Context: an optimization exercise on an open-source flow, tuned for small area, a short achievable clock period and few clock cycles per item. The choices shown serve that exercise and are no tape-out recipe.
Only simulation tests tie the RTL to the original design; equivalence was not proved.
Power is estimated from default activity; no workload was simulated.

==> design.v <==
module le_fp_round (
    input  wire               s,
    input  wire signed [12:0] e,
    input  wire [26:0]        m,
    input  wire               sticky,
    output reg  [31:0]        y
);
    reg [12:0] sh;
    reg [26:0] ms;
    reg        st;
    reg [30:0] pack;
    reg        inc;
    integer    i;
    always @* begin
        st = sticky;
        if (e < 1) begin
            sh = 13'd1 - e;
            if (sh > 13'd27) begin
                ms = 27'd0;
                st = sticky | (|m);
            end else begin
                ms = m >> sh;
                for (i = 0; i < 27; i = i + 1)
                    if (i < sh && m[i]) st = 1'b1;
            end
            pack = {8'd0, ms[25:3]};
        end else begin
            sh = 13'd0;
            ms = m;
            pack = {e[7:0], ms[25:3]};
        end
        inc = ms[2] & (ms[1] | ms[0] | st | pack[0]);
        if (m == 27'd0)
            y = {s, 31'd0};
        else if (e > 254)
            y = {s, 8'hFF, 23'd0};
        else
            y = {s, pack + {30'd0, inc}};
    end
endmodule
module le_fp_add (
    input  wire [31:0] a,
    input  wire [31:0] b,
    output reg  [31:0] y
);
    wire        a_nan = (a[30:23] == 8'hFF) && (a[22:0] != 0);
    wire        b_nan = (b[30:23] == 8'hFF) && (b[22:0] != 0);
    wire        a_inf = (a[30:23] == 8'hFF) && (a[22:0] == 0);
    wire        b_inf = (b[30:23] == 8'hFF) && (b[22:0] == 0);
    reg         big_is_a;
    reg  [31:0] x, z;
    reg  [23:0] mx, mz;
    reg  [7:0]  ex, ez;
    reg  [7:0]  d;
    reg  [26:0] zext, zal;
    reg         zst;
    reg  [27:0] sum;
    reg  [4:0]  lz;
    reg  [26:0] mn;
    reg         stn;
    reg signed [12:0] en;
    integer     i;
    wire [31:0] ry;
    le_fp_round u_round (.s(x[31]), .e(en), .m(mn), .sticky(stn), .y(ry));
    always @* begin
        big_is_a = (a[30:0] >= b[30:0]);
        x  = big_is_a ? a : b;
        z  = big_is_a ? b : a;
        ex = (x[30:23] == 0) ? 8'd1 : x[30:23];
        ez = (z[30:23] == 0) ? 8'd1 : z[30:23];
        mx = {x[30:23] != 0, x[22:0]};
        mz = {z[30:23] != 0, z[22:0]};
        d  = ex - ez;
        zext = {mz, 3'b000};
        zst = 1'b0;
        if (d > 8'd26) begin
            zal = 27'd0;
            zst = |mz;
        end else begin
            zal = zext >> d;
            for (i = 0; i < 27; i = i + 1)
                if (i < d && zext[i]) zst = 1'b1;
        end
        zal[0] = zal[0] | zst;
        if (x[31] == z[31])
            sum = {1'b0, mx, 3'b000} + {1'b0, zal};
        else
            sum = {1'b0, mx, 3'b000} - {1'b0, zal};
        lz = 5'd0;
        for (i = 0; i < 27; i = i + 1)
            if (sum[i]) lz = 5'd26 - i[4:0];
        if (sum[27]) begin
            mn  = sum[27:1];
            stn = sum[0];
            en  = {5'd0, ex} + 13'sd1;
        end else begin
            mn  = sum[26:0] << lz;
            stn = 1'b0;
            en  = {5'd0, ex} - {8'd0, lz};
        end
        if (a_nan || b_nan || (a_inf && b_inf && (a[31] != b[31])))
            y = 32'h7FC00000;
        else if (a_inf)
            y = a;
        else if (b_inf)
            y = b;
        else if (sum == 28'd0)
            y = {a[31] & b[31], 31'd0};
        else
            y = ry;
    end
endmodule
module le_fp_mul (
    input  wire [31:0] a,
    input  wire [31:0] b,
    output reg  [31:0] y
);
    wire        a_nan = (a[30:23] == 8'hFF) && (a[22:0] != 0);
    wire        b_nan = (b[30:23] == 8'hFF) && (b[22:0] != 0);
    wire        a_inf = (a[30:23] == 8'hFF) && (a[22:0] == 0);
    wire        b_inf = (b[30:23] == 8'hFF) && (b[22:0] == 0);
    wire        a_zero = (a[30:0] == 0);
    wire        b_zero = (b[30:0] == 0);
    wire        sgn = a[31] ^ b[31];
    reg  [23:0] ma, mb;
    reg  [47:0] p, pn;
    reg  [5:0]  lz;
    reg signed [12:0] e;
    integer     i;
    wire [31:0] ry;
    le_fp_round u_round (.s(sgn), .e(e), .m(pn[47:21]), .sticky(|pn[20:0]), .y(ry));
    always @* begin
        ma = {a[30:23] != 0, a[22:0]};
        mb = {b[30:23] != 0, b[22:0]};
        p  = ma * mb;
        lz = 6'd0;
        for (i = 0; i < 48; i = i + 1)
            if (p[i]) lz = 6'd47 - i[5:0];
        pn = p << lz;
        e  = $signed({5'd0, (a[30:23] == 0) ? 8'd1 : a[30:23]})
           + $signed({5'd0, (b[30:23] == 0) ? 8'd1 : b[30:23]})
           - 13'sd126 - $signed({7'd0, lz});
        if (a_nan || b_nan || (a_inf && b_zero) || (b_inf && a_zero))
            y = 32'h7FC00000;
        else if (a_inf || b_inf)
            y = {sgn, 8'hFF, 23'd0};
        else if (a_zero || b_zero)
            y = {sgn, 31'd0};
        else
            y = ry;
    end
endmodule
module le_fp_div (
    input  wire        clk,
    input  wire        rst,
    input  wire        start,
    input  wire [31:0] a,
    input  wire [31:0] b,
    output reg         done,
    output reg  [31:0] q
);
    wire        a_nan = (a[30:23] == 8'hFF) && (a[22:0] != 0);
    wire        b_nan = (b[30:23] == 8'hFF) && (b[22:0] != 0);
    wire        a_inf = (a[30:23] == 8'hFF) && (a[22:0] == 0);
    wire        b_inf = (b[30:23] == 8'hFF) && (b[22:0] == 0);
    wire        a_zero = (a[30:0] == 0);
    wire        b_zero = (b[30:0] == 0);
    wire [23:0] ma_raw = {a[30:23] != 0, a[22:0]};
    wire [23:0] mb_raw = {b[30:23] != 0, b[22:0]};
    reg  [23:0] ma, mb;
    reg  [4:0]  lza, lzb;
    integer     i;
    always @* begin
        lza = 5'd0;
        lzb = 5'd0;
        for (i = 0; i < 24; i = i + 1) begin
            if (ma_raw[i]) lza = 5'd23 - i[4:0];
            if (mb_raw[i]) lzb = 5'd23 - i[4:0];
        end
        ma = ma_raw << lza;
        mb = mb_raw << lzb;
    end
    reg         busy;
    reg         fin;
    reg  [4:0]  cnt;
    reg  [24:0] rem;
    reg  [23:0] dvs;
    reg  [27:0] quo;
    reg         sgn;
    reg signed [12:0] ediff;
    wire [26:0] mq  = quo[27] ? quo[27:1] : quo[26:0];
    wire        stq = (quo[27] & quo[0]) | (rem != 0);
    wire signed [12:0] eq = quo[27] ? ediff + 13'sd127 : ediff + 13'sd126;
    wire [31:0] rq;
    le_fp_round u_round (.s(sgn), .e(eq), .m(mq), .sticky(stq), .y(rq));
    wire [24:0] rem_sub = rem - {1'b0, dvs};
    wire        ge = (rem >= {1'b0, dvs});
    always @(posedge clk) begin
        done <= 1'b0;
        fin  <= 1'b0;
        if (rst) begin
            busy <= 1'b0;
        end else if (start) begin
            busy <= 1'b0;
            sgn  <= a[31] ^ b[31];
            if (a_nan || b_nan || (a_zero && b_zero) || (a_inf && b_inf)) begin
                q    <= 32'h7FC00000;
                done <= 1'b1;
            end else if (a_inf || b_zero) begin
                q    <= {a[31] ^ b[31], 8'hFF, 23'd0};
                done <= 1'b1;
            end else if (a_zero || b_inf) begin
                q    <= {a[31] ^ b[31], 31'd0};
                done <= 1'b1;
            end else begin
                rem   <= {1'b0, ma};
                dvs   <= mb;
                quo   <= 28'd0;
                cnt   <= 5'd27;
                busy  <= 1'b1;
                ediff <= $signed({5'd0, (a[30:23] == 0) ? 8'd1 : a[30:23]}) - $signed({8'd0, lza})
                       - $signed({5'd0, (b[30:23] == 0) ? 8'd1 : b[30:23]}) + $signed({8'd0, lzb});
            end
        end else if (busy) begin
            quo <= {quo[26:0], ge};
            rem <= (ge ? rem_sub : rem) << 1;
            cnt <= cnt - 5'd1;
            if (cnt == 5'd0) begin
                busy <= 1'b0;
                fin  <= 1'b1;
            end
        end else if (fin) begin
            q    <= rq;
            done <= 1'b1;
        end
    end
endmodule
module le_law (
    input  wire        clk,
    input  wire        rst,
    input  wire        cfg_we,
    input  wire [3:0]  cfg_addr,
    input  wire [31:0] cfg_wdata,
    input  wire        in_valid,
    output wire        in_ready,
    input  wire [31:0] in_y,
    input  wire [31:0] in_sp,
    input  wire [31:0] in_ff,
    output reg         out_valid,
    output reg         out_fail,
    output reg  [31:0] out_us,
    output reg  [31:0] out_r,
    output reg  [31:0] out_e,
    output reg  [31:0] out_u
);
    localparam A_KP = 4'd0, A_KI = 4'd1, A_KD = 4'd2, A_TF = 4'd3, A_KFF = 4'd4,
               A_KAW = 4'd5, A_UMIN = 4'd6, A_UMAX = 4'd7, A_RATE = 4'd8,
               A_TS = 4'd9, A_IINIT = 4'd10, A_CTRL = 4'd11, A_RESTART = 4'd12;
    reg [31:0] kp, ki, kd, tf, kff, kaw, umin, umax, rate, ts, iinit;
    reg        dsrc;
    reg [1:0]  ffsrc;
    reg [31:0] st_i, st_d, st_xp, st_r, st_t;
    reg        first;
    function is_nan(input [31:0] v);
        is_nan = (v[30:23] == 8'hFF) && (v[22:0] != 0);
    endfunction
    function is_nonfinite(input [31:0] v);
        is_nonfinite = (v[30:23] == 8'hFF);
    endfunction
    function flt(input [31:0] a, input [31:0] b);
        if (is_nan(a) || is_nan(b))
            flt = 1'b0;
        else if (a[30:0] == 0 && b[30:0] == 0)
            flt = 1'b0;
        else if (a[31] != b[31])
            flt = a[31];
        else if (a[31] == 1'b0)
            flt = a[30:0] < b[30:0];
        else
            flt = a[30:0] > b[30:0];
    endfunction
    localparam S_IDLE  = 5'd0,  S_RT    = 5'd1,  S_DT    = 5'd2,  S_CLAMP = 5'd3,
               S_RAMP  = 5'd4,  S_ERR   = 5'd5,  S_TFT   = 5'd6,  S_DIVA  = 5'd7,
               S_WAITA = 5'd8,  S_DIVB  = 5'd9,  S_WAITB = 5'd10, S_DX    = 5'd11,
               S_P1    = 5'd12, S_P2    = 5'd13, S_DN    = 5'd14, S_P3    = 5'd15,
               S_U1    = 5'd16, S_U2    = 5'd17, S_P4    = 5'd18, S_U     = 5'd19,
               S_US    = 5'd20, S_KIT   = 5'd21, S_P5    = 5'd22, S_DU    = 5'd23,
               S_KAWT  = 5'd24, S_P6    = 5'd25, S_I1    = 5'd26, S_IN    = 5'd27,
               S_DONE  = 5'd28;
    reg [4:0]  step;
    assign in_ready = (step == S_IDLE);
    reg [31:0] y, sp, ff;
    reg [31:0] w_r, w_t, w_i, w_d, w_xp, x, e;
    reg [31:0] rt, dt, tft, alpha, beta, dx, p1, dn, u1, u, us, t1, t2;
    reg  [31:0] add_a, add_b, mul_a, mul_b;
    wire [31:0] add_y, mul_y;
    reg         div_start;
    reg  [31:0] div_a, div_b;
    wire        div_done;
    wire [31:0] div_q;
    le_fp_add u_add (.a(add_a), .b(add_b), .y(add_y));
    le_fp_mul u_mul (.a(mul_a), .b(mul_b), .y(mul_y));
    le_fp_div u_div (.clk(clk), .rst(rst), .start(div_start), .a(div_a), .b(div_b),
                     .done(div_done), .q(div_q));
    wire [31:0] neg_rt = {~rt[31], rt[30:0]};
    wire [31:0] clamp1 = flt(dt, neg_rt) ? neg_rt : dt;
    wire [31:0] clamp2 = flt(rt, clamp1) ? rt : clamp1;
    wire [31:0] sat1   = flt(u, umin) ? umin : u;
    wire [31:0] sat2   = flt(umax, sat1) ? umax : sat1;
    wire [31:0] ffsel  = (ffsrc == 2'd1) ? ff : (ffsrc == 2'd2) ? w_r : 32'd0;
    wire        rate_zero = (rate[30:0] == 0);
    always @* begin
        add_a = 32'd0;
        add_b = 32'd0;
        mul_a = 32'd0;
        mul_b = 32'd0;
        div_start = 1'b0;
        div_a = 32'd0;
        div_b = 32'd0;
        case (step)
            S_RT:    begin mul_a = rate; mul_b = ts; end
            S_DT:    begin add_a = w_t;  add_b = {~w_r[31], w_r[30:0]}; end
            S_RAMP:  begin add_a = w_r;  add_b = dt; end
            S_ERR:   begin add_a = w_r;  add_b = {~y[31], y[30:0]}; end
            S_TFT:   begin add_a = tf;   add_b = ts; end
            S_DIVA:  begin div_start = 1'b1; div_a = tf; div_b = tft; end
            S_DIVB:  begin div_start = 1'b1; div_a = kd; div_b = tft; end
            S_DX:    begin add_a = x;    add_b = {~w_xp[31], w_xp[30:0]}; end
            S_P1:    begin mul_a = alpha; mul_b = w_d; end
            S_P2:    begin mul_a = beta; mul_b = dx; end
            S_DN:    begin add_a = p1;   add_b = t1; end
            S_P3:    begin mul_a = kp;   mul_b = e; end
            S_U1:    begin add_a = t1;   add_b = w_i; end
            S_U2:    begin add_a = u1;   add_b = dn; end
            S_P4:    begin mul_a = kff;  mul_b = ffsel; end
            S_U:     begin add_a = u1;   add_b = t1; end
            S_KIT:   begin mul_a = ki;   mul_b = ts; end
            S_P5:    begin mul_a = t1;   mul_b = e; end
            S_DU:    begin add_a = us;   add_b = {~u[31], u[30:0]}; end
            S_KAWT:  begin mul_a = kaw;  mul_b = ts; end
            S_P6:    begin mul_a = t2;   mul_b = u1; end
            S_I1:    begin add_a = w_i;  add_b = t1; end
            S_IN:    begin add_a = w_i;  add_b = t2; end
            default: ;
        endcase
    end
    always @(posedge clk) begin
        out_valid <= 1'b0;
        if (rst) begin
            step  <= S_IDLE;
            first <= 1'b1;
            kp <= 32'd0; ki <= 32'd0; kd <= 32'd0; tf <= 32'd0; kff <= 32'd0; kaw <= 32'd0;
            umin <= 32'd0; umax <= 32'd0; rate <= 32'd0; ts <= 32'd0; iinit <= 32'd0;
            dsrc <= 1'b0; ffsrc <= 2'd0;
            st_i <= 32'd0; st_d <= 32'd0; st_xp <= 32'd0; st_r <= 32'd0; st_t <= 32'd0;
            out_fail <= 1'b0;
            out_us <= 32'd0; out_r <= 32'd0; out_e <= 32'd0; out_u <= 32'd0;
        end else begin
            case (step)
                S_IDLE: begin
                    if (cfg_we) begin
                        case (cfg_addr)
                            A_KP:      kp    <= cfg_wdata;
                            A_KI:      ki    <= cfg_wdata;
                            A_KD:      kd    <= cfg_wdata;
                            A_TF:      tf    <= cfg_wdata;
                            A_KFF:     kff   <= cfg_wdata;
                            A_KAW:     kaw   <= cfg_wdata;
                            A_UMIN:    umin  <= cfg_wdata;
                            A_UMAX:    umax  <= cfg_wdata;
                            A_RATE:    rate  <= cfg_wdata;
                            A_TS:      ts    <= cfg_wdata;
                            A_IINIT:   iinit <= cfg_wdata;
                            A_CTRL:    begin dsrc <= cfg_wdata[0]; ffsrc <= cfg_wdata[2:1]; end
                            A_RESTART: first <= 1'b1;
                            default: ;
                        endcase
                    end
                    if (in_valid) begin
                        y  <= in_y;
                        sp <= in_sp;
                        ff <= in_ff;
                        if (first) begin
                            w_r <= in_y;  w_t <= in_sp; w_i <= iinit; w_d <= 32'd0;
                        end else if (in_sp != st_t) begin
                            w_r <= in_y;  w_t <= in_sp; w_i <= st_i;  w_d <= st_d;
                        end else begin
                            w_r <= st_r;  w_t <= st_t;  w_i <= st_i;  w_d <= st_d;
                        end
                        step <= S_RT;
                    end
                end
                S_RT:    begin rt <= mul_y; step <= S_DT; end
                S_DT:    begin dt <= add_y; step <= S_CLAMP; end
                S_CLAMP: begin dt <= clamp2; step <= S_RAMP; end
                S_RAMP:  begin w_r <= rate_zero ? w_t : add_y; step <= S_ERR; end
                S_ERR: begin
                    e <= add_y;
                    x <= dsrc ? add_y : {~y[31], y[30:0]};
                    if (first) w_xp <= dsrc ? add_y : {~y[31], y[30:0]};
                    else       w_xp <= st_xp;
                    step <= S_TFT;
                end
                S_TFT:   begin tft <= add_y; step <= S_DIVA; end
                S_DIVA:  step <= S_WAITA;
                S_WAITA: if (div_done) begin alpha <= div_q; step <= S_DIVB; end
                S_DIVB:  step <= S_WAITB;
                S_WAITB: if (div_done) begin beta <= div_q; step <= S_DX; end
                S_DX:    begin dx <= add_y; step <= S_P1; end
                S_P1:    begin p1 <= mul_y; step <= S_P2; end
                S_P2:    begin t1 <= mul_y; step <= S_DN; end
                S_DN:    begin dn <= add_y; step <= S_P3; end
                S_P3:    begin t1 <= mul_y; step <= S_U1; end
                S_U1:    begin u1 <= add_y; step <= S_U2; end
                S_U2:    begin u1 <= add_y; step <= S_P4; end
                S_P4:    begin t1 <= mul_y; step <= S_U; end
                S_U:     begin u <= add_y; step <= S_US; end
                S_US:    begin us <= sat2; step <= S_KIT; end
                S_KIT:   begin t1 <= mul_y; step <= S_P5; end
                S_P5:    begin t1 <= mul_y; step <= S_DU; end
                S_DU:    begin u1 <= add_y; step <= S_KAWT; end
                S_KAWT:  begin t2 <= mul_y; step <= S_P6; end
                S_P6:    begin t2 <= mul_y; step <= S_I1; end
                S_I1:    begin w_i <= add_y; step <= S_IN; end
                S_IN:    begin w_i <= add_y; step <= S_DONE; end
                S_DONE: begin
                    out_valid <= 1'b1;
                    out_us <= us;
                    out_r  <= w_r;
                    out_e  <= e;
                    out_u  <= u;
                    if (is_nan(y) || is_nan(sp) || (ffsrc == 2'd1 && is_nan(ff)) ||
                        is_nonfinite(us) || is_nonfinite(w_r) || is_nonfinite(e) ||
                        is_nonfinite(u)) begin
                        out_fail <= 1'b1;
                    end else begin
                        out_fail <= 1'b0;
                        st_i  <= w_i;
                        st_d  <= dn;
                        st_xp <= x;
                        st_r  <= w_r;
                        st_t  <= w_t;
                        first <= 1'b0;
                    end
                    step <= S_IDLE;
                end
                default: step <= S_IDLE;
            endcase
        end
    end
endmodule
==> run.sh <==
#!/bin/bash
# synth_recipe.tcl (not shown) runs the flow's synth.tcl, then flattens the netlist and writes it again
# the make line also repeats each setting of config.mk as NAME=value (left out here)
make -C /OpenROAD-flow-scripts/flow DESIGN_CONFIG=/design/flow/config.mk WORK_HOME=/design/flow/orfs CLKGATE_MAP_FILE= SYNTH_SCRIPT=/design/flow/synth_recipe.tcl finish
==> config.mk <==
export PLATFORM = sky130hd
export DESIGN_NAME = le_law
export DESIGN_NICKNAME = le_law
export VERILOG_FILES = /design/flow/design.v
export SDC_FILE = /design/flow/constraint.sdc
export NUM_CORES = 4
export LEC_CHECK = 0
export ABC_CLOCK_PERIOD_IN_PS = 16000
export CAP_MARGIN = 20
export CORE_MARGIN = 2
export CORE_UTILIZATION = 25
export SLEW_MARGIN = 20
==> constraint.sdc <==
create_clock -name core_clock -period 20.0 [get_ports {clk}]
set_input_delay 4.0000 -clock core_clock [delete_from_list [all_inputs] [get_ports {clk}]]
set_output_delay 4.0000 -clock core_clock [all_outputs]
set_load 0.01 [all_outputs]
==> impl_metrics.tcl <==
set metrics [dict create \
    intPower_mw 10.94 \
    core_sq_um 456800 \
    ys_types 134 \
    grt_max_degree 203 \
    initial_core_util 0.2512 \
    ant_nets 0 \
    fill_cells 48480 \
    syn_area_sq_um 114700 \
    drt_wl_total_mm 661.9 \
    peakVddDrop_v 0.0002673 \
    power_density_nw_per_um2 168.3 \
    drt_iter0_drc 15360 \
    synth_edf_count 863 \
    rsz0062_at_grt "false" \
    holdBufCountCts 0 \
    gp_congestion 1.041 \
    cts_root_buffer "clkbuf_16" \
    setup_viol 0 \
    ys_async_sr_fraction 0 \
    pwr-share-clk 0.151 \
    io_buffer_count 266 \
    post-route-util 0.2995 \
    die_h_microns 681.5 \
    fmax_mhz 52.45 \
    finalNetCount 15000 \
    synthToLayoutAreaGrowth_pct 19.24 \
    ys.flop_type "edfxtp_1" \
    placedCellCount 19830 \
    vias 114500 \
    start_kind "register" \
    tightestPinTransition_ps 1311 \
    syn_nets 14380 \
    synth_top_area_frac 0.2259 \
    p_seq_frac 0.170 \
    clock-sinks 1517 \
    grt_usage 0.2745 \
    fin_crit_sh 0.9533 \
    sw_frac_of_total 0.5252 \
    fin_cells 20230 \
    critical-path-max-stage-delay_ps 730 \
    grt_pass1_wl_mm 900.7 \
    tritoncts "yes" \
    numCtsBuffers 173 \
    place_hpwl_mm 519.1 \
    design.die.area_sq_um 464400 \
    setup_tns_ps 0 \
    synthTopCellsByArea "edfxtp_1 (23%), dfxtp_1 (11%), fa_1 (8.6%)" \
    clk_pin_slew_worst_paths_ps 60 \
    leakagePower_nw 50.50 \
    critPathArrivalTime_ps 19720 \
    avgSynthCellArea_sq_um 8.642 \
    clockBufferDepth 4 \
    clk_latency_ps 920 \
    vias_per_cell 5.658 \
    synth_top_area_cell "edfxtp_1" \
    die_x_microns 681.5 \
    drive_gt1_frac 0.1220 \
    worst-path-max-fanout 16 \
    drv_cap 0 \
    wire_per_inst_microns 32.71 \
    power_mw 23.03 \
    slew_headroom 0.1261 \
    grt_antenna_before_repair 85 \
    crit_type "reg -> reg" \
    grt_overflow_total 0 \
    hold_viol_final 0 \
    comb_power_share 0.679 \
    slowest_stage "or4_1" \
    path_buf_inv 11 \
    ys_seq_elements 1517 \
    cpMostUsedCell "fa_1" \
    hold_class "reg -> reg" \
    status "no timing/DRC/antenna violations" \
    synth_seq_area_share 0.3400 \
    cts_htree_levels 4 \
    final.min_clock_period_ps 19070 \
    first_global_vias 108000 \
    skew_ps 84.14 \
    drc 0 \
    synthCells 13280 \
    worst_ep_required_time_ps 20660 \
    rows 248 \
    cpLargestDelayFamily "compound AO/OA/AOI/OAI gates" \
    endpoint_kind "register" \
    drtPass1Iterations 7 \
    boundaryPins 267 \
    yosys_warnings 5 \
    p_sw_mw 12.10 \
    slew_viol_final 0 \
]
power by group through the flow:
stage | clock (mW) | sequential, mW | combinational (mW)
finish | 3.48 | 3.92 | 15.6
global route | 3.60 | 3.90 | 16.1
CTS | 3.50 | 3.90 | 15.0
detailed placement | 0 | 3.97 | 14.9
global placement | 0 | 3.97 | 15.2
floorplan | 0 | 3.87 | 7.20
path summary, 6_finish.rpt:
| check | startpoint | end | slack, ps | cells after the start |
|---|---|---|---|---|
| setup / recovery | step[4] | p1[29] | 930 | 68 |
| hold / removal | u_div.q[20] | alpha[20] | 440 | 0 |
| setup reg to reg | step[4] | p1[29] | 930 | 68 |
| hold reg to reg | u_div.q[20] | alpha[20] | 440 | 0 |
placed cells by master (no fill, tap or decap), types with 332 or more instances in the layout:
cell / instances
a21oi_1: 1122
a22oi_1: 332
buf_4: 1045
dfxtp_1: 652
edfxtp_1: 863
fa_1: 493
ha_1: 475
inv_1: 665
mux2i_1: 513
nand2_1: 2269
nor2_1: 928
o21ai_0: 508
stage by stage:
step | setup slack, ps | cell area [sq um] | hold WS [ps]
final | 933.8 | 136800 | 435.3
after global routing | 58.34 | 136700 | 466.5
after CTS | 738.7 | 136400 | 449.0
after detailed placement | 840.9 | 130400 | 443.1
after global placement | 845.4 | 130300 | 423.7
after floorplan | 446.2 | 114700 | 421.5
logic make-up (layout without fill, tap and decap cells):
kind of cell               count (synthesis)  in the layout  share of synthesized area
and+or+nand+nor                         4904           4904                     0.1951
AOI/OAI and AO/OA                       3465           3466                     0.2011
buffers and inverters                   1586           2346                    0.05373
DFF                                     1517           1517                     0.3400
adders and majority gates                972            972                     0.1382
muxes                                    577            577                    0.05232
xor gates and xnor gates                 256            256                    0.01954
other                                      0             70                          0
worst register-to-register path, delay by kind of cell (launching register included):
family	cells	cell delay, ps
fa+ha+maj	11	4890
flops	1	340
xor+xnor	1	170
mux	1	180
simple gates	16	4290
buf+inv	11	2150
compound gates	28	6770
what timing repair did:
action / 4_1_cts / 5_1_grt
buffers inserted: 0 / 12
gates resized for setup: 0 / 31
setup endpoints to repair: 0 / 343
synthesized netlist by cell type, types with 103 or more instances:
| library cell | number |
|---|---|
| a22oi_1 | 332 |
| fa_1 | 493 |
| inv_1 | 665 |
| nor2b_1 | 145 |
| xnor2_1 | 166 |
| nand4_1 | 190 |
| a211oi_1 | 126 |
| and2_1 | 166 |
| a21oi_1 | 1129 |
| o21ai_0 | 509 |
| nand2_1 | 2276 |
| mux2i_1 | 514 |
| a222oi_1 | 106 |
| nand3_1 | 307 |
| nor2_1 | 967 |
| nand2b_1 | 103 |
| dfxtp_1 | 654 |
| a21o_1 | 131 |
| clkbuf_1 | 738 |
| edfxtp_1 | 863 |
| ha_1 | 476 |
| o211ai_1 | 126 |
| nor4_1 | 155 |
| nor3_1 | 247 |
area by class of cell:
cell class / instances / area, sq um / area share
multi-input cells: 10180 / 70320 / 0.5140
inverters: 683 / 2564 / 0.01874
well taps: 6125 / 7664 / 0.05601
clock buffers: 227 / 4885 / 0.03570
repair buffers: 1343 / 11070 / 0.08092
diodes: 70 / 175.2 / 0.001280
flip-flops and latches: 1517 / 39010 / 0.2851
clock inverters: 93 / 1121 / 0.008194
routing by layer:
metal,vias up,share of wire,GRT usage
met1,57220,0.39,0.3354
met2,6342,0.44,0.4279
met3,1530,0.086,0.05593
met5,-,0.00018,0.0007289
li1,49370,-,-
met4,20,0.091,0.2018
Testbench counts, summed over its fixed seeds: cycles 121,808, samples 1,600.

[separate check: timing with driven ports]
In the flow no input, the clock included, has a driving cell. The finished layout below was timed again as built, in two steps.
Step 1: set_driving_cell puts a clkbuf_16 on clk and a buf_2 on each other input, an assumption about the parent block.
Step 2 times the ports against the registers' clock, not the clock port: input delays grow and output delays shrink by t, the midpoint of the rising clock arrivals with the driver on.
Three values: ideal ports, drivers, drivers and shift; two values: the first two.
t, ns: 0.960
setup WS [ns]: 0.934 / 0.934 / 0.934
slew at the worst register clock pin (ns): 0.07 / 0.07
pins driven straight from the clock port: 1
After both steps setup and hold are still met in this run. For this run, drivers alone change the setup slack by 0.000 ns; drivers and shift together by 0.000 ns.
